Source: an optimization exercise on an open RTL-to-GDS flow (aim: small area, a short achievable clock period and few clock cycles). Production flows keep margins and buffers that such runs may drop.
No run shown here included a check of the RTL's function; only the layout flow was run.
In run 3 the design's own scripts or RTL, not TritonCTS, make the clock network.
The clock port is modelled as an ideal driver, which makes a skipped or thinned clock tree look cheaper than it is; a real chip needs a root buffer or a tree.

==> flow/design.v, too long to show whole: its modules and the start of the top module <==
// module lc_decoder: 1946 lines
module lc_decoder (
    input  wire         clk,
    input  wire         rst,         
    input  wire         in_valid,
    output wire         in_ready,
    input  wire [39:0]  in_beat,     
    input  wire [36:0]  in_dda,      
    output reg          out_valid,
    output reg  [2:0]   out_status,
    output reg  [3:0]   out_dev,
    output wire [511:0] out_data
);
  // ...
==> flow/flow/run.sh <==
#!/bin/bash
# Own layout flow: the standard ORFS flow (standard synthesis included), with
# timing repair aimed past the 10 ns constraint and plain buffers on the ports.
set -euo pipefail
bash standard.sh \
  "SETUP_SLACK_MARGIN=6.6" \
  "BUFFER_PORTS_ARGS=-buffer_cell sky130_fd_sc_hd__buf_1" \
  finish > flow_make.log 2>&1
==> flow/standard.sh <==
#!/bin/bash
# synth_recipe.tcl (not shown) runs the flow's synth.tcl, then flattens the netlist and writes it again
# the make line also repeats each setting of config.mk as NAME=value (left out here)
make -C /OpenROAD-flow-scripts/flow DESIGN_CONFIG=/design/flow/config.mk WORK_HOME=/design/flow/orfs CLKGATE_MAP_FILE= SYNTH_SCRIPT=/design/flow/synth_recipe.tcl "${@:-finish}"
==> flow/config.mk <==
export PLATFORM = sky130hd
export DESIGN_NAME = lc_decoder
export DESIGN_NICKNAME = lc_decoder
export VERILOG_FILES = /design/flow/design.v
export SDC_FILE = /design/flow/constraint.sdc
export NUM_CORES = 8
export LEC_CHECK = 0
export CAP_MARGIN = 20
export CORE_MARGIN = 2
export CORE_UTILIZATION = 65
export CTS_CLUSTER_DIAMETER = 60
export CTS_CLUSTER_SIZE = 30
export PLACE_DENSITY = 0.75
export SLEW_MARGIN = 20
==> flow/constraint.sdc <==
create_clock -name core_clock -period 10.0 [get_ports {clk}]
set_input_delay 2.0000 -clock core_clock [delete_from_list [all_inputs] [get_ports {clk}]]
set_output_delay 2.0000 -clock core_clock [all_outputs]
set_load 0.01 [all_outputs]
==> PnR_summary.wiki, run 1 <==
{| class="wikitable"
! Metric !! Value
|-
| Fraction of post-synthesis cell area in the top cell type by area || roughly a quarter
|-
| Worst Path Buf+Inv || 2
|-
| Max-cap viol count || 0
|-
| Synth top area cells || sky130_fd_sc_hd__dfxtp_1, sky130_fd_sc_hd__xnor2_1, sky130_fd_sc_hd__edfxtp_1
|-
| Count of inverters other than clock inverters in the layout || 20
|-
| Detailed-route wire length || 273000 um
|-
| Minimum hold slack || 0.410 ns
|-
| Remaining global-route overflow || 0
|-
| Metal3 WL || roughly 30000 um
|-
| Final Skew || a little over 0.06 ns
|-
| Antenna cells || 12
|-
| Number of buffers on the longest clock path || 3
|-
| Proportion of synthesized chip area in sequential cells || 44.8%
|-
| TritonCTS clock tree || done
|-
| Drt initial violations || about 8400
|-
| Layout-stage area growth over the synthesis result || 8.74%
|-
| Ys Warns || 1
|-
| Fraction of the mapped netlist area in compound gates || 5.71%
|-
| Classification of the worst setup path || flop to flop
|-
| Final hold violation count || 0
|-
| Worst hold-check path type || flop to flop
|-
| Minimum setup slack after placement || around 6.0 ns
|-
| Routed met2 length || 117000 um
|-
| Tapcells inserted || 1625
|-
| Setup crit end || pv_r[83]$_DFF_P_
|-
| Status || no timing/DRC/antenna violations
|-
| Main combinational cell family by area after synthesis || XOR/XNOR gates
|}
==> inputs of run 2 (changes only) <==
--- a/flow/design.v
+++ b/flow/design.v
@@ -458,20 +458,18 @@
   reg  [39:0]  beat_r;       
   reg          v_r;          
   reg  [15:0]  boh;          
   reg  [36:0]  dda_s;        
   reg  [127:0] acc;          
   reg  [127:0] u;            
   reg  [63:0]  dv_r;         
   reg  [63:0]  y_r;          
-  reg  [127:0] pv_r;         
-  reg          pvv, pfirst, pbnd, plast;
   reg  [511:0] ln;           
-  reg  [11*32-1:0] bk;      
+  reg  [10*32-1:0] bk;      
   reg          cp_r;
   reg  [9:0]   ohu;          
   reg  [9:0]   ohd;          
   reg  [1:0]   zc;           
   reg  [3:0]   fdev;
   reg          pois, mark;
   wire [3:0] dnib  = dda_s[3:0];
   wire       first = boh[0];
@@ -606,24 +604,24 @@
   assign pv[121] = ^(pin & 44'hc3f9b055330);
   assign pv[122] = ^(pin & 44'h97f261ab770);
   assign pv[123] = ^(pin & 44'h3ef5c246ef0);
   assign pv[124] = ^(pin & 44'h9aba0c6b080);
   assign pv[125] = ^(pin & 44'h346419d6100);
   assign pv[126] = ^(pin & 44'h79d822bd310);
   assign pv[127] = ^(pin & 44'hf3a0447b630);
   wire [127:0] acc_nx;
-  assign acc_nx[15:0] = pv_r[15:0] ^ (pfirst ? 16'h0000 : pbnd ? am12(acc[15:0]) : am65531(acc[15:0]));
-  assign acc_nx[31:16] = pv_r[31:16] ^ (pfirst ? 16'h0000 : pbnd ? am13(acc[31:16]) : am65531(acc[31:16]));
-  assign acc_nx[47:32] = pv_r[47:32] ^ (pfirst ? 16'h0000 : pbnd ? am14(acc[47:32]) : am65531(acc[47:32]));
-  assign acc_nx[63:48] = pv_r[63:48] ^ (pfirst ? 16'h0000 : pbnd ? am15(acc[63:48]) : am65531(acc[63:48]));
-  assign acc_nx[79:64] = pv_r[79:64] ^ (pfirst ? 16'h0000 : pbnd ? am16(acc[79:64]) : am65531(acc[79:64]));
-  assign acc_nx[95:80] = pv_r[95:80] ^ (pfirst ? 16'h0000 : pbnd ? am17(acc[95:80]) : am65531(acc[95:80]));
-  assign acc_nx[111:96] = pv_r[111:96] ^ (pfirst ? 16'h0000 : pbnd ? am18(acc[111:96]) : am65531(acc[111:96]));
-  assign acc_nx[127:112] = pv_r[127:112] ^ (pfirst ? 16'h0000 : pbnd ? am19(acc[127:112]) : am65531(acc[127:112]));
+  assign acc_nx[15:0] = pv[15:0] ^ (first ? 16'h0000 : bnd ? am12(acc[15:0]) : am65531(acc[15:0]));
+  assign acc_nx[31:16] = pv[31:16] ^ (first ? 16'h0000 : bnd ? am13(acc[31:16]) : am65531(acc[31:16]));
+  assign acc_nx[47:32] = pv[47:32] ^ (first ? 16'h0000 : bnd ? am14(acc[47:32]) : am65531(acc[47:32]));
+  assign acc_nx[63:48] = pv[63:48] ^ (first ? 16'h0000 : bnd ? am15(acc[63:48]) : am65531(acc[63:48]));
+  assign acc_nx[79:64] = pv[79:64] ^ (first ? 16'h0000 : bnd ? am16(acc[79:64]) : am65531(acc[79:64]));
+  assign acc_nx[95:80] = pv[95:80] ^ (first ? 16'h0000 : bnd ? am17(acc[95:80]) : am65531(acc[95:80]));
+  assign acc_nx[111:96] = pv[111:96] ^ (first ? 16'h0000 : bnd ? am18(acc[111:96]) : am65531(acc[111:96]));
+  assign acc_nx[127:112] = pv[127:112] ^ (first ? 16'h0000 : bnd ? am19(acc[127:112]) : am65531(acc[127:112]));
   wire [127:0] u_rot;    
   assign u_rot[15:0] = u[15:0];
   assign u_rot[31:16] = am4(u[31:16]);
   assign u_rot[47:32] = am8(u[47:32]);
   assign u_rot[63:48] = am12(u[63:48]);
   assign u_rot[79:64] = am16(u[79:64]);
   assign u_rot[95:80] = am20(u[95:80]);
   assign u_rot[111:96] = am24(u[111:96]);
@@ -1628,48 +1626,48 @@
   assign out_data[420] = bk[312];
   assign out_data[421] = bk[313];
   assign out_data[422] = bk[314];
   assign out_data[423] = bk[315];
   assign out_data[484] = bk[316];
   assign out_data[485] = bk[317];
   assign out_data[486] = bk[318];
   assign out_data[487] = bk[319];
-  assign out_data[40] = bk[320];
-  assign out_data[41] = bk[321];
-  assign out_data[42] = bk[322];
-  assign out_data[43] = bk[323];
-  assign out_data[104] = bk[324];
-  assign out_data[105] = bk[325];
-  assign out_data[106] = bk[326];
-  assign out_data[107] = bk[327];
-  assign out_data[168] = bk[328];
-  assign out_data[169] = bk[329];
-  assign out_data[170] = bk[330];
-  assign out_data[171] = bk[331];
-  assign out_data[232] = bk[332];
-  assign out_data[233] = bk[333];
-  assign out_data[234] = bk[334];
-  assign out_data[235] = bk[335];
-  assign out_data[296] = bk[336];
-  assign out_data[297] = bk[337];
-  assign out_data[298] = bk[338];
-  assign out_data[299] = bk[339];
-  assign out_data[360] = bk[340];
-  assign out_data[361] = bk[341];
-  assign out_data[362] = bk[342];
-  assign out_data[363] = bk[343];
-  assign out_data[424] = bk[344];
-  assign out_data[425] = bk[345];
-  assign out_data[426] = bk[346];
-  assign out_data[427] = bk[347];
-  assign out_data[488] = bk[348];
-  assign out_data[489] = bk[349];
-  assign out_data[490] = bk[350];
-  assign out_data[491] = bk[351];
+  assign out_data[40] = ln[320];
+  assign out_data[41] = ln[321];
+  assign out_data[42] = ln[322];
+  assign out_data[43] = ln[323];
+  assign out_data[104] = ln[324];
+  assign out_data[105] = ln[325];
+  assign out_data[106] = ln[326];
+  assign out_data[107] = ln[327];
+  assign out_data[168] = ln[328];
+  assign out_data[169] = ln[329];
+  assign out_data[170] = ln[330];
+  assign out_data[171] = ln[331];
+  assign out_data[232] = ln[332];
+  assign out_data[233] = ln[333];
+  assign out_data[234] = ln[334];
+  assign out_data[235] = ln[335];
+  assign out_data[296] = ln[336];
+  assign out_data[297] = ln[337];
+  assign out_data[298] = ln[338];
+  assign out_data[299] = ln[339];
+  assign out_data[360] = ln[340];
+  assign out_data[361] = ln[341];
+  assign out_data[362] = ln[342];
+  assign out_data[363] = ln[343];
+  assign out_data[424] = ln[344];
+  assign out_data[425] = ln[345];
+  assign out_data[426] = ln[346];
+  assign out_data[427] = ln[347];
+  assign out_data[488] = ln[348];
+  assign out_data[489] = ln[349];
+  assign out_data[490] = ln[350];
+  assign out_data[491] = ln[351];
   assign out_data[44] = ln[352];
   assign out_data[45] = ln[353];
   assign out_data[46] = ln[354];
   assign out_data[47] = ln[355];
   assign out_data[108] = ln[356];
   assign out_data[109] = ln[357];
   assign out_data[110] = ln[358];
   assign out_data[111] = ln[359];
@@ -1833,25 +1831,22 @@
   wire [1:0] zc_nx   = (zt && zc == 2'd0) ? 2'd1 : (zt ? 2'd2 : zc);
   wire [3:0] fdev_nx = zt ? ddev : fdev;
   always @(posedge clk) begin
     beat_r <= in_beat;
     if (next0)
       dda_s <= in_dda;
     else if (v_r)
       dda_s <= {4'd0, dda_s[36:4]};
-    pv_r   <= pv;
-    pfirst <= first;
-    pbnd   <= bnd;
-    if (pvv)
+    if (v_r)
       acc <= acc_nx;
-    u    <= plast ? acc_nx : u_rot;
+    u    <= last ? acc_nx : u_rot;
     dv_r <= dv;
     y_r  <= y_comb;
-    if (plast) begin
+    if (last) begin
       zc   <= 2'd0;
       pois <= 1'b0;
       mark <= 1'b0;
     end else if (|ohd) begin
       zc   <= zc_nx;
       fdev <= fdev_nx;
       if (pt) pois <= 1'b1;
       if (mt) mark <= 1'b1;
@@ -1864,32 +1859,28 @@
       else if (mark | mt)     out_status <= ST_MARK;
       else                    out_status <= ST_UNC;
     end
   end
   always @(posedge clk) begin
     if (rst) begin
       v_r       <= 1'b0;
       stall_r   <= 1'b0;
-      pvv       <= 1'b0;
-      plast     <= 1'b0;
       boh       <= 16'd1;
       cp_r      <= 1'b0;
       ohu       <= 10'd0;
       ohd       <= 10'd0;
       out_valid <= 1'b0;
     end else begin
       v_r     <= in_valid & ~stall_r;
       stall_r <= in_valid & ~stall_r & ((boh[15] & ~v_r) | (boh[14] & v_r));
-      pvv   <= v_r;
-      plast <= last;
       if (v_r)
         boh <= {boh[14:0], boh[15]};
       cp_r      <= last;
-      ohu       <= plast ? 10'd1 : {ohu[8:0], 1'b0};
+      ohu       <= last ? 10'd1 : {ohu[8:0], 1'b0};
       ohd       <= ohu;
       out_valid <= ohd[9];
     end
   end
   always @(posedge clk) begin
     if (v_r & boh[0]) ln[31:0] <= beat_r[31:0];
     bk[31:0] <= cp_r ? ln[31:0] : (bk[31:0] ^ mk[31:0]);
   end
@@ -1924,20 +1915,18 @@
   always @(posedge clk) begin
     if (v_r & boh[8]) ln[287:256] <= beat_r[31:0];
     bk[287:256] <= cp_r ? ln[287:256] : (bk[287:256] ^ mk[287:256]);
   end
   always @(posedge clk) begin
     if (v_r & boh[9]) ln[319:288] <= beat_r[31:0];
     bk[319:288] <= cp_r ? ln[319:288] : (bk[319:288] ^ mk[319:288]);
   end
-  always @(posedge clk) begin
-    if (v_r & boh[10]) ln[351:320] <= beat_r[31:0];
-    bk[351:320] <= cp_r ? ln[351:320] : (bk[351:320] ^ mk[351:320]);
-  end
+  always @(posedge clk)
+    ln[351:320] <= (v_r & boh[10]) ? beat_r[31:0] : (ln[351:320] ^ mk[351:320]);
   always @(posedge clk)
     ln[383:352] <= (v_r & boh[11]) ? beat_r[31:0] : (ln[383:352] ^ mk[383:352]);
   always @(posedge clk)
     ln[415:384] <= (v_r & boh[12]) ? beat_r[31:0] : (ln[415:384] ^ mk[415:384]);
   always @(posedge clk)
     ln[447:416] <= (v_r & boh[13]) ? beat_r[31:0] : (ln[447:416] ^ mk[447:416]);
   always @(posedge clk)
     ln[479:448] <= (v_r & boh[14]) ? beat_r[31:0] : (ln[479:448] ^ mk[479:448]);
==> flow/config.mk (replaced) <==
export PLATFORM = sky130hd
export DESIGN_NAME = lc_decoder
export DESIGN_NICKNAME = lc_decoder
export VERILOG_FILES = /design/flow/design.v
export SDC_FILE = /design/flow/constraint.sdc
export NUM_CORES = 8
export LEC_CHECK = 0
export CAP_MARGIN = 20
export CORE_MARGIN = 2
export CORE_UTILIZATION = 55
export CTS_CLUSTER_DIAMETER = 60
export CTS_CLUSTER_SIZE = 30
export PLACE_DENSITY = 0.65
export SLEW_MARGIN = 20
==> run 2 against run 1 <==
  * Fmax shrank 2.7%
  * Final cell count grew 0.55%
  * Register-to-register slack lost 0.095 ns
  * Largest cell class unchanged
  * Synthesized cell count fell by 1.4%
  * Critical path depth stayed put
  * Clock skew rose by 0.0026 ns
  * Still clean
==> PnR_summary.wiki, run 2 <==
{| class="wikitable"
! Metric !! Value
|-
| Synthesized area per cell || 9.87 sq um (was 10.1 sq um)
|-
| CP Data Required Time || 10.67 ns (was 10.63 ns)
|-
| Cell at the root of the clock tree || sky130_fd_sc_hd__clkbuf_16 (unchanged)
|-
| Fraction of post-synthesis cell area in the top cell type by area || 21.8% (was 24.1%)
|-
| Register clock-pin slew on the reported worst setup and hold paths || 0.09 ns (about the same)
|-
| Highest clock rate || 0.285 GHz (was 0.293 GHz)
|-
| Clk Latency, worst-skew pair || 0.79 ns (was 0.78 ns)
|-
| Area leader, netlist || sky130_fd_sc_hd__dfxtp_1 (unchanged)
|-
| Layout net count || 8020 (was 8133)
|-
| Number of H-tree branching levels || 3 (unchanged)
|-
| TritonCTS clock tree || done (unchanged)
|-
| GRT Util Overall || 39.9% (was 42.7%)
|-
| Critical-path maximum fanout || 23 (was 22)
|-
| Die X-Extent || 377 um (was 353 um)
|-
| Remaining global-route overflow || 0 (unchanged)
|-
| Biggest regs || ln (512), bk (320) (was ln (512), bk (352))
|-
| Input/output buffers || 600 (unchanged)
|-
| Final estimated routing congestion in global placement || 1.06 (was 1.09)
|-
| Crit. End Element || flop (unchanged)
|-
| Largest net degree at the start of global routing || 229 (was 264)
|-
| Async set-reset flop share out of synthesis || 0% (unchanged)
|-
| Synth top area cells || sky130_fd_sc_hd__dfxtp_1, sky130_fd_sc_hd__xnor2_1, sky130_fd_sc_hd__edfxtp_1 (unchanged)
|-
| Pin slew with the least headroom to its limit || 1.21 ns (was 1.25 ns)
|-
| Worst-case headroom to the max-slew limit || 18.9% (was 16.3%)
|-
| Post-DR vias/cell || 5.82 (was 5.95)
|-
| Cells after DPL || 9588 (was 9563)
|-
| Commonest non-fill, non-tap cell in the layout || sky130_fd_sc_hd__xnor2_1 (unchanged)
|-
| Worst Reg2Reg Path Length in Cells || 8 (unchanged)
|-
| Starting density of the core || 55.5% (was 65.2%)
|-
| End-of-flow core utilization || 60.9% (was 71.0%)
|-
| Number of filler instances in the final layout || 11800 (was 9254)
|-
| Synthesized netlist net count || 7831 (was 7944)
|-
| Detailed-route wire length || 293000 um (was 273000 um)
|-
| Number of flip-flops under the largest register name || 512 (unchanged)
|-
| Layout-stage area growth over the synthesis result || 9.67% (was 8.74%)
|-
| Wire length of the first global-routing pass || 405000 um (was 390000 um)
|-
| Final period util || 35.1% (was 34.2%)
|-
| Minimum setup slack after placement || 6.02 ns (was 6.03 ns)
|-
| Post-detailed-placement cell area || 78700 sq um (was 81600 sq um)
|-
| DRC || 0 (unchanged)
|-
| Proportion of synthesized chip area in sequential cells || 41.9% (was 44.8%)
|-
| Sinks on the clock net || 1347 (was 1499)
|-
| Syn Std Cell Area || 76500 sq um (was 79200 sq um)
|-
| Top Ports || 601 (unchanged)
|-
| Worst Hold Path Cells || 1 (was 0)
|-
| Detail Placement HPWL || 207000 um (was 194000 um)
|-
| Number of buffers on the longest clock path || 3 (unchanged)
|-
| Number of rows created at floorplan || 136 (was 128)
|-
| Status || no timing/DRC/antenna violations (unchanged)
|-
| Quantity of hold-fixing buffers added after cts || 0 (unchanged)
|-
| Total of flip-flops plus latches after synthesis || 1347 (was 1499)
|-
| Vias in the first global route || 53800 (was 55800)
|-
| Register ranked first by flip-flop count || ln (unchanged)
|-
| Number of vias after detailed routing || 57200 (was 58200)
|-
| Worst hold-check path type || flop to flop (unchanged)
|-
| Number of nets with antenna violations after routing || 0 (unchanged)
|-
| Setup slack of the worst register-to-register path || 6.49 ns (was 6.58 ns)
|-
| Category of the worst setup path launch point || flop (unchanged)
|-
| Number of buffers inserted during clock tree synthesis || 109 (was 110)
|-
| Final hold violation count || 0 (unchanged)
|-
| Classification of the worst setup path || flop to flop (unchanged)
|-
| First drt pass iteration count || 6 (was 7)
|-
| Most instantiated cells after synthesis || sky130_fd_sc_hd__xnor2_1, sky130_fd_sc_hd__xor2_1, sky130_fd_sc_hd__nand2_1, sky130_fd_sc_hd__dfxtp_1, sky130_fd_sc_hd__edfxtp_1 (unchanged)
|-
| Post-route setup slack || 6.49 ns (was 6.58 ns)
|-
| Total Die Area || 142000 sq um (was 125000 sq um)
|-
| Cell with the most instances after synthesis || sky130_fd_sc_hd__xnor2_1 (unchanged)
|-
| Mean routed wirelength per cell || 29.7 um (was 27.9 um)
|-
| Synth unique cells || 82 (was 77)
|-
| Max-cap viol count || 0 (unchanged)
|-
| Unrepaired setup endpoints after global routing || yes (unchanged)
|-
| Final Setup Violations || 0 (unchanged)
|-
| Ys Warns || 1 (unchanged)
|-
| Top_reg_cell synth || sky130_fd_sc_hd__dfxtp_1 (unchanged)
|-
| Total negative slack for setup checks || 0 ns (unchanged)
|-
| Final design area excluding fillers || 83900 sq um (was 86100 sq um)
|-
| Share of post-route cells with drive strength above 1 || 8.39% (was 8.43%)
|-
| Core Box Area || 138000 sq um (was 121000 sq um)
|-
| Number of antenna violations at the first check in global routing || 27 (was 22)
|-
| Most frequent cells in the layout || sky130_fd_sc_hd__xnor2_1, sky130_fd_sc_hd__xor2_1, sky130_fd_sc_hd__nand2_1 (unchanged)
|-
| Final instance count without filler cells || 9837 (was 9783)
|-
| Overall die height || 377 um (was 353 um)
|-
| Fin crit period || 3.51 ns (was 3.42 ns)
|-
| Drt initial violations || 7493 (was 8409)
|-
| EDFF count, synth || 512 (was 544)
|-
| Final Skew || 0.0634 ns (was 0.0608 ns)
|-
| Gate Count Post-Synth || 7749 (was 7862)
|-
| Slew Limit Fails || 0 (unchanged)
|-
| Data arrival time of the critical path || 4.18 ns (was 4.05 ns)
|}
[run 2: final cells by class]
type / instances / area, sq um / share of cell area [%]
tap: 1794 / 2240 / 2.68
clock inverter: 84 / 1200 / 1.43
inverter: 14 / 55.1 / 0.0656
clock buffer: 121 / 2850 / 3.39
multi-input combinational: 5717 / 41700 / 49.7
antenna: 11 / 27.5 / 0.0328
sequential: 1347 / 32200 / 38.4
timing repair buffer: 749 / 3650 / 4.35
[run 2: kinds of logic after synthesis]
family,after synthesis,share of synthesized area (%)
adders and majority gates,2,0.0327
and+or+nand+nor,1644,9.14
buffers and inverters,691,4.52
muxes,85,1.23
AOI/OAI and AO/OA,855,6.01
DFF,1347,41.9
xor gates and xnor gates,3125,37.1
[run 2: path summary, 6_finish.rpt]
kind / startpoint / end
worst max-delay path: beat_r[14]$_DFF_P_ / u[116]$_DFF_P_
worst min-delay path: stall_r$_SDFF_PP0_ / v_r$_SDFF_PP0_
worst max register to register: beat_r[14]$_DFF_P_ / u[116]$_DFF_P_
worst min register to register: stall_r$_SDFF_PP0_ / v_r$_SDFF_PP0_
[run 2: timing repair]
item                                    in CTS  in global routing
endpoints found under the hold margin        0                  0
buffers inserted                             2                 24
pin swaps                                    2                  6
gates cloned                                 1                  5
endpoints found under the setup margin     354                399
resized for setup                          103                 80
[run 2: through the flow]
stage / hold slack, ns
after floorplan: 0.396
after global placement: 0.421
after detailed placement: 0.426
after CTS: 0.429
after global routing: 0.454
final: 0.437
[run 2: critical path, cell delays in order, from the launching register on]
cell and delay (ns):
sky130_fd_sc_hd__dfxtp_2 0.32, sky130_fd_sc_hd__buf_6 0.29, sky130_fd_sc_hd__xnor2_4 0.60, sky130_fd_sc_hd__xor2_4 0.30, sky130_fd_sc_hd__xnor2_1 0.60, sky130_fd_sc_hd__xnor2_1 0.19
sky130_fd_sc_hd__xnor2_1 0.48, sky130_fd_sc_hd__xnor2_1 0.28, sky130_fd_sc_hd__mux2_2 0.32
[run 2: layer usage]
| layer | track usage (%) | part of all wire (%) | wire, um |
|---|---|---|---|
| met5 | 0 | 0.0085 | 25 |
| met2 | 61.8 | 44 | 130000 |
| met4 | 22.3 | 6.4 | 18800 |
| met1 | 53.3 | 39 | 116000 |
| met3 | 6.34 | 9.7 | 28500 |
==> inputs of run 3 (changes only) <==
==> flow/flow/run.sh (replaced) <==
#!/bin/bash
# Own layout flow: the standard ORFS flow (standard synthesis, floorplan,
# placement, routing), except that the clock tree is built by flow/mycts.tcl
# (clock port -> 4 root buffers -> leaf buffers -> flip-flop clusters), timing
# repair aims past the 10 ns constraint, and the ports get plain buffers.
set -euo pipefail
EXTRA=("SETUP_SLACK_MARGIN=6.9" "BUFFER_PORTS_ARGS=-buffer_cell sky130_fd_sc_hd__buf_1")
bash standard.sh "${EXTRA[@]}" place > flow_place.log 2>&1
bash standard.sh "${EXTRA[@]}" "RUN_SCRIPT=$PWD/flow/mycts.tcl" RUN_LOG_NAME_STEM=4_1_mycts run > flow_cts.log 2>&1
bash standard.sh "${EXTRA[@]}" finish > flow_finish.log 2>&1
==> flow/flow/mycts.tcl (new file) <==
# Two-level clock tree built by hand: the clock port drives a few root buffers,
# each root drives leaf buffers, each leaf drives a compact cluster of flip-flops.
# Replaces ORFS's cts step (same post-CTS repair as cts.tcl).
source $::env(SCRIPTS_DIR)/load.tcl
erase_non_stage_variables cts
load_design 3_place.odb 3_place.sdc

set leaf_max  [expr {[info exists ::env(MYCTS_LEAF_MAX)] ? $::env(MYCTS_LEAF_MAX) : 20}]
set n_roots   [expr {[info exists ::env(MYCTS_ROOTS)] ? $::env(MYCTS_ROOTS) : 4}]
set leaf_cell [expr {[info exists ::env(MYCTS_LEAF_CELL)] ? $::env(MYCTS_LEAF_CELL) : "sky130_fd_sc_hd__clkbuf_16"}]
set root_cell [expr {[info exists ::env(MYCTS_ROOT_CELL)] ? $::env(MYCTS_ROOT_CELL) : "sky130_fd_sc_hd__clkbuf_16"}]

set db [ord::get_db]
set block [ord::get_db_block]
set clknet [$block findNet clk]

# split a list of {obj x y} in two parts (sizes in ratio k1 : n-k1) along its wider side
proc split2 {items {frac 0.5}} {
  set xs {}; set ys {}
  foreach it $items { lappend xs [lindex $it 1]; lappend ys [lindex $it 2] }
  set xs [lsort -integer $xs]; set ys [lsort -integer $ys]
  set dx [expr {[lindex $xs end] - [lindex $xs 0]}]
  set dy [expr {[lindex $ys end] - [lindex $ys 0]}]
  set k [expr {$dx >= $dy ? 1 : 2}]
  set s [lsort -integer -index $k $items]
  set h [expr {int(round([llength $s] * $frac))}]
  return [list [lrange $s 0 [expr {$h - 1}]] [lrange $s $h end]]
}
# cut into ceil(n / maxn) compact clusters of nearly equal size
proc bisect {items maxn} {
  set n [llength $items]
  if {$n <= $maxn} { return [list $items] }
  set k [expr {($n + $maxn - 1) / $maxn}]
  set k1 [expr {$k / 2}]
  lassign [split2 $items [expr {double($k1) / $k}]] a b
  return [concat [bisect $a $maxn] [bisect $b $maxn]]
}
proc centroid {items} {
  set sx 0; set sy 0
  foreach it $items { set sx [expr {$sx + [lindex $it 1]}]; set sy [expr {$sy + [lindex $it 2]}] }
  set n [llength $items]
  return [list [expr {$sx / $n}] [expr {$sy / $n}]]
}

set sinks {}
foreach it [$clknet getITerms] {
  set inst [$it getInst]
  set bb [$inst getBBox]
  lappend sinks [list $it [expr {([$bb xMin] + [$bb xMax]) / 2}] [expr {([$bb yMin] + [$bb yMax]) / 2}]]
}
puts "mycts: [llength $sinks] clock sinks"

set clusters [bisect $sinks $leaf_max]
puts "mycts: [llength $clusters] leaf clusters"

set lmaster [$db findMaster $leaf_cell]
set rmaster [$db findMaster $root_cell]
set leaves {}
set i 0
foreach cl $clusters {
  lassign [centroid $cl] cx cy
  set inst [odb::dbInst_create $block $lmaster "mycts_leaf_$i"]
  $inst setLocation $cx $cy
  $inst setPlacementStatus PLACED
  set net [odb::dbNet_create $block "mycts_leafnet_$i"]
  $net setSigType CLOCK
  [$inst findITerm X] connect $net
  foreach s $cl {
    set it [lindex $s 0]
    $it disconnect
    $it connect $net
  }
  lappend leaves [list $inst $cx $cy]
  incr i
}

# group the leaves under the roots
set groups [list $leaves]
while {[llength $groups] < $n_roots} {
  set ng {}
  foreach g $groups { lassign [split2 $g] a b; lappend ng $a $b }
  set groups $ng
}
set i 0
foreach g $groups {
  lassign [centroid $g] cx cy
  set inst [odb::dbInst_create $block $rmaster "mycts_root_$i"]
  $inst setLocation $cx $cy
  $inst setPlacementStatus PLACED
  set net [odb::dbNet_create $block "mycts_rootnet_$i"]
  $net setSigType CLOCK
  [$inst findITerm X] connect $net
  [$inst findITerm A] connect $clknet
  foreach l $g { [[lindex $l 0] findITerm A] connect $net }
  incr i
}
$clknet setSigType CLOCK
global_connect

set_placement_padding -global \
  -left $::env(CELL_PAD_IN_SITES_DETAIL_PLACEMENT) \
  -right $::env(CELL_PAD_IN_SITES_DETAIL_PLACEMENT)
detailed_placement
set_propagated_clock [all_clocks]
estimate_parasitics -placement
report_clock_skew
repair_timing_helper
detailed_placement
check_placement -verbose
estimate_parasitics -placement
report_clock_skew
report_worst_slack -max
report_worst_slack -min

orfs_write_db $::env(RESULTS_DIR)/4_1_cts.odb
orfs_write_sdc $::env(RESULTS_DIR)/4_cts.sdc
--- a/flow/config.mk
+++ b/flow/config.mk
@@ -10,4 +10,2 @@
 export CORE_UTILIZATION = 55
-export CTS_CLUSTER_DIAMETER = 60
-export CTS_CLUSTER_SIZE = 30
 export PLACE_DENSITY = 0.65
==> run 3 against run 2 <==
  * Still clean on timing, DRC and antenna
  * Setup slack improved by 0.33 ns
  * Register-to-register slack improved by 0.33 ns
  * Cell area decreased by 0.36%
  * Die area unchanged
==> PnR_summary.wiki, run 3 <==
{| class="wikitable"
! Metric !! Value
|-
| Most instantiated cells after synthesis || sky130_fd_sc_hd__xnor2_1, sky130_fd_sc_hd__xor2_1, sky130_fd_sc_hd__nand2_1, sky130_fd_sc_hd__dfxtp_1, sky130_fd_sc_hd__edfxtp_1 (unchanged)
|-
| GRT Util Overall || 40.0% (was 39.9%)
|-
| Final instance count without filler cells || 9753 (was 9837)
|-
| Most frequent cells in the layout || sky130_fd_sc_hd__xnor2_1, sky130_fd_sc_hd__xor2_1, sky130_fd_sc_hd__nand2_1 (unchanged)
|-
| Register ranked first by flip-flop count || ln (unchanged)
|-
| Final Skew || 0.0759 ns (was 0.0634 ns)
|-
| Mean routed wirelength per cell || 30.4 um (was 29.7 um)
|-
| Data arrival time of the critical path || 3.61 ns (was 4.18 ns)
|-
| Detail Placement HPWL || 208000 um (was 207000 um)
|-
| Largest net degree at the start of global routing || 244 (was 229)
|-
| EDFF count, synth || 512 (unchanged)
|-
| Vias in the first global route || 53300 (was 53800)
|-
| Synth top area cells || sky130_fd_sc_hd__dfxtp_1, sky130_fd_sc_hd__xnor2_1, sky130_fd_sc_hd__edfxtp_1 (unchanged)
|-
| Layout-stage area growth over the synthesis result || 9.27% (was 9.67%)
|-
| Share of post-route cells with drive strength above 1 || 12.1% (was 8.39%)
|-
| Final Setup Violations || 0 (unchanged)
|-
| Register clock-pin slew on the reported worst setup and hold paths || 0.08 ns (was 0.09 ns)
|-
| Number of rows created at floorplan || 136 (unchanged)
|-
| Synth unique cells || 82 (unchanged)
|-
| Wire length of the first global-routing pass || 408000 um (was 405000 um)
|-
| Clk Latency, worst-skew pair || 0.57 ns (was 0.79 ns)
|-
| Total of flip-flops plus latches after synthesis || 1347 (unchanged)
|-
| DRC || 0 (unchanged)
|-
| Origin of the critical flop-to-flop path || beat_r[6]$_DFF_P_ (was beat_r[14]$_DFF_P_)
|-
| Async set-reset flop share out of synthesis || 0% (unchanged)
|-
| Crit. End Element || flop (unchanged)
|-
| Worst-case headroom to the max-slew limit || 16.9% (was 18.9%)
|-
| Layout net count || 8038 (was 8020)
|-
| Syn Std Cell Area || 76500 sq um (unchanged)
|-
| Synthesized area per cell || 9.87 sq um (unchanged)
|-
| Overall die height || 377 um (unchanged)
|-
| Synthesized netlist net count || 7831 (unchanged)
|-
| Unrepaired setup endpoints after global routing || yes (unchanged)
|-
| Starting density of the core || 55.5% (unchanged)
|-
| First drt pass iteration count || 6 (unchanged)
|-
| Input/output buffers || 600 (unchanged)
|-
| Fraction of post-synthesis cell area in the top cell type by area || 21.8% (unchanged)
|-
| Max-cap viol count || 0 (unchanged)
|-
| Highest clock rate || 0.314 GHz (was 0.285 GHz)
|-
| Critical-path maximum fanout || 11 (was 23)
|-
| Commonest non-fill, non-tap cell in the layout || sky130_fd_sc_hd__xnor2_1 (unchanged)
|-
| Slew Limit Fails || 0 (unchanged)
|-
| Hold path startpoint || ln[115]$_DFFE_PP_ (was stall_r$_SDFF_PP0_)
|-
| Pin slew with the least headroom to its limit || 1.24 ns (was 1.21 ns)
|-
| Cell with the most instances after synthesis || sky130_fd_sc_hd__xnor2_1 (unchanged)
|-
| Status || no timing/DRC/antenna violations (unchanged)
|-
| Beginning of the critical path || beat_r[6]$_DFF_P_ (was beat_r[14]$_DFF_P_)
|-
| Number of vias after detailed routing || 56600 (was 57200)
|-
| Drt initial violations || 7057 (was 7493)
|-
| Remaining global-route overflow || 0 (unchanged)
|-
| Die X-Extent || 377 um (unchanged)
|-
| Fin crit period || 3.18 ns (was 3.51 ns)
|-
| Category of the worst setup path launch point || flop (unchanged)
|-
| Cells along the critical path || xor3_2 -> xnor2_1 -> xor2_1 -> xnor2_2 -> xor2_1 -> xnor2_1 -> mux2_1 (was buf_6 -> xnor2_4 -> xor2_4 -> xnor2_1 -> xnor2_1 -> xnor2_1 -> xnor2_1 -> mux2_2)
|-
| Post-DR vias/cell || 5.80 (was 5.82)
|-
| Final estimated routing congestion in global placement || 1.09 (was 1.06)
|-
| Worst path max stage delay || 0.70 ns (was 0.60 ns)
|-
| Detailed-route wire length || 296000 um (was 293000 um)
|-
| Worst hold-check path type || flop to flop (unchanged)
|-
| Number of flip-flops under the largest register name || 512 (unchanged)
|-
| Top Ports || 601 (unchanged)
|-
| Core Box Area || 138000 sq um (unchanged)
|-
| Classification of the worst setup path || flop to flop (unchanged)
|-
| Top_reg_cell synth || sky130_fd_sc_hd__dfxtp_1 (unchanged)
|-
| Proportion of synthesized chip area in sequential cells || 41.9% (unchanged)
|-
| Total negative slack for setup checks || 0 ns (unchanged)
|-
| Biggest regs || ln (512), bk (320) (unchanged)
|-
| Ys Warns || 1 (unchanged)
|-
| Total Die Area || 142000 sq um (unchanged)
|-
| CP Data Required Time || 10.43 ns (was 10.67 ns)
|-
| Final period util || 31.8% (was 35.1%)
|-
| Slowest library cell on the worst path || sky130_fd_sc_hd__xor3_2 (was sky130_fd_sc_hd__xnor2_4)
|-
| Number of nets with antenna violations after routing || 0 (unchanged)
|-
| Final hold violation count || 0 (unchanged)
|-
| Area leader, netlist || sky130_fd_sc_hd__dfxtp_1 (unchanged)
|-
| Gate Count Post-Synth || 7749 (unchanged)
|-
| Cells after DPL || 9592 (was 9588)
|-
| Number of antenna violations at the first check in global routing || 24 (was 27)
|}
[run 3: layer usage]
layer	GRT usage [%]	part of all wire, %	up-vias
met5	0	0.013	-
met4	20.2	6.2	6
met3	7.07	10	770
met2	62.1	44	3254
met1	53.8	40	27500
li1	-	-	25100
[run 3: layout make-up]
| class | instances | area (sq um) |
|---|---|---|
| Inverter | 14 | 60.1 |
| Multi-Input combinational cell | 5720 | 42600 |
| Buffer | 72 | 1800 |
| Tap cell | 1794 | 2240 |
| Sequential cell | 1347 | 32300 |
| Fill cell | 11900 | 54200 |
| Timing Repair Buffer | 801 | 4570 |
| Antenna cell | 5 | 12.5 |
[run 3: worst max-delay path: cells and delay by family, from the launching register on]
kind | cells | cell delay, ns
xor gates and xnor gates | 6 | 2.10
DFF | 1 | 0.65
muxes | 1 | 0.29
[run 3: cells by family (layout without fill, tap and decap cells)]
kind of cell	Yosys count	after routing	synth area share, %
and+or+nand+nor	1644	1653	9.14
other	0	5	0
adders and majority gates	2	2	0.0327
muxes	85	85	1.23
xor gates and xnor gates	3125	3125	37.1
AOI/OAI and AO/OA	855	855	6.01
DFF	1347	1347	41.9
buffers and inverters	691	887	4.52
[run 3: worst paths after layout]
check / slack [ns] / endpoint / depth (start not counted)
max: 6.82 / u[75]$_DFF_P_ / 7
min: 0.42 / bk[115]$_DFF_P_ / 2
min reg2reg: 0.42 / bk[115]$_DFF_P_ / 2
max reg2reg: 6.82 / u[75]$_DFF_P_ / 7
[run 3: through the flow]
stage          hold WS, ns  area, sq um  utilization, %  setup slack, ns
5_1_grt              0.453        83600            60.6             6.84
6_report             0.421        83600            60.7             6.82
3_3_place_gp         0.415        78700            57.1             6.05
3_5_place_dp         0.423        78800            57.1             6.00
2_1_floorplan        0.396        76500               -             6.90

## port drivers added, routing unchanged
In the flow no input, the clock included, has a driving cell. The finished layouts below were timed again as built, in two steps.
Step 1 (the two cells are an assumption about what drives the block):
set clk [get_ports {clk}]
set_driving_cell -lib_cell sky130_fd_sc_hd__clkbuf_16 $clk
set_driving_cell -lib_cell sky130_fd_sc_hd__buf_2 [delete_from_list [all_inputs] $clk]
Step 2, shift: input delay + t, output delay - t, t = (earliest + latest rising clock arrival at the registers) / 2. This alone moves slack from input paths to output paths.
Slacks: no drivers / after step 1 / after step 2; pairs: no drivers / after step 1.
run	t (ns)	setup slack, ns	clock arrival spread, ns
run 1	0.838	6.583 / 6.520 / 6.583	0.061 / 0.061
run 2	0.844	6.488 / 6.488 / 6.488	0.064 / 0.064
run 3	0.724	6.817 / 6.711 / 6.761	0.082 / 0.082
After both steps every run listed still meets setup and hold. For run 3, which loses most, drivers alone change the setup slack by -0.106 ns; drivers and shift together by -0.056 ns.
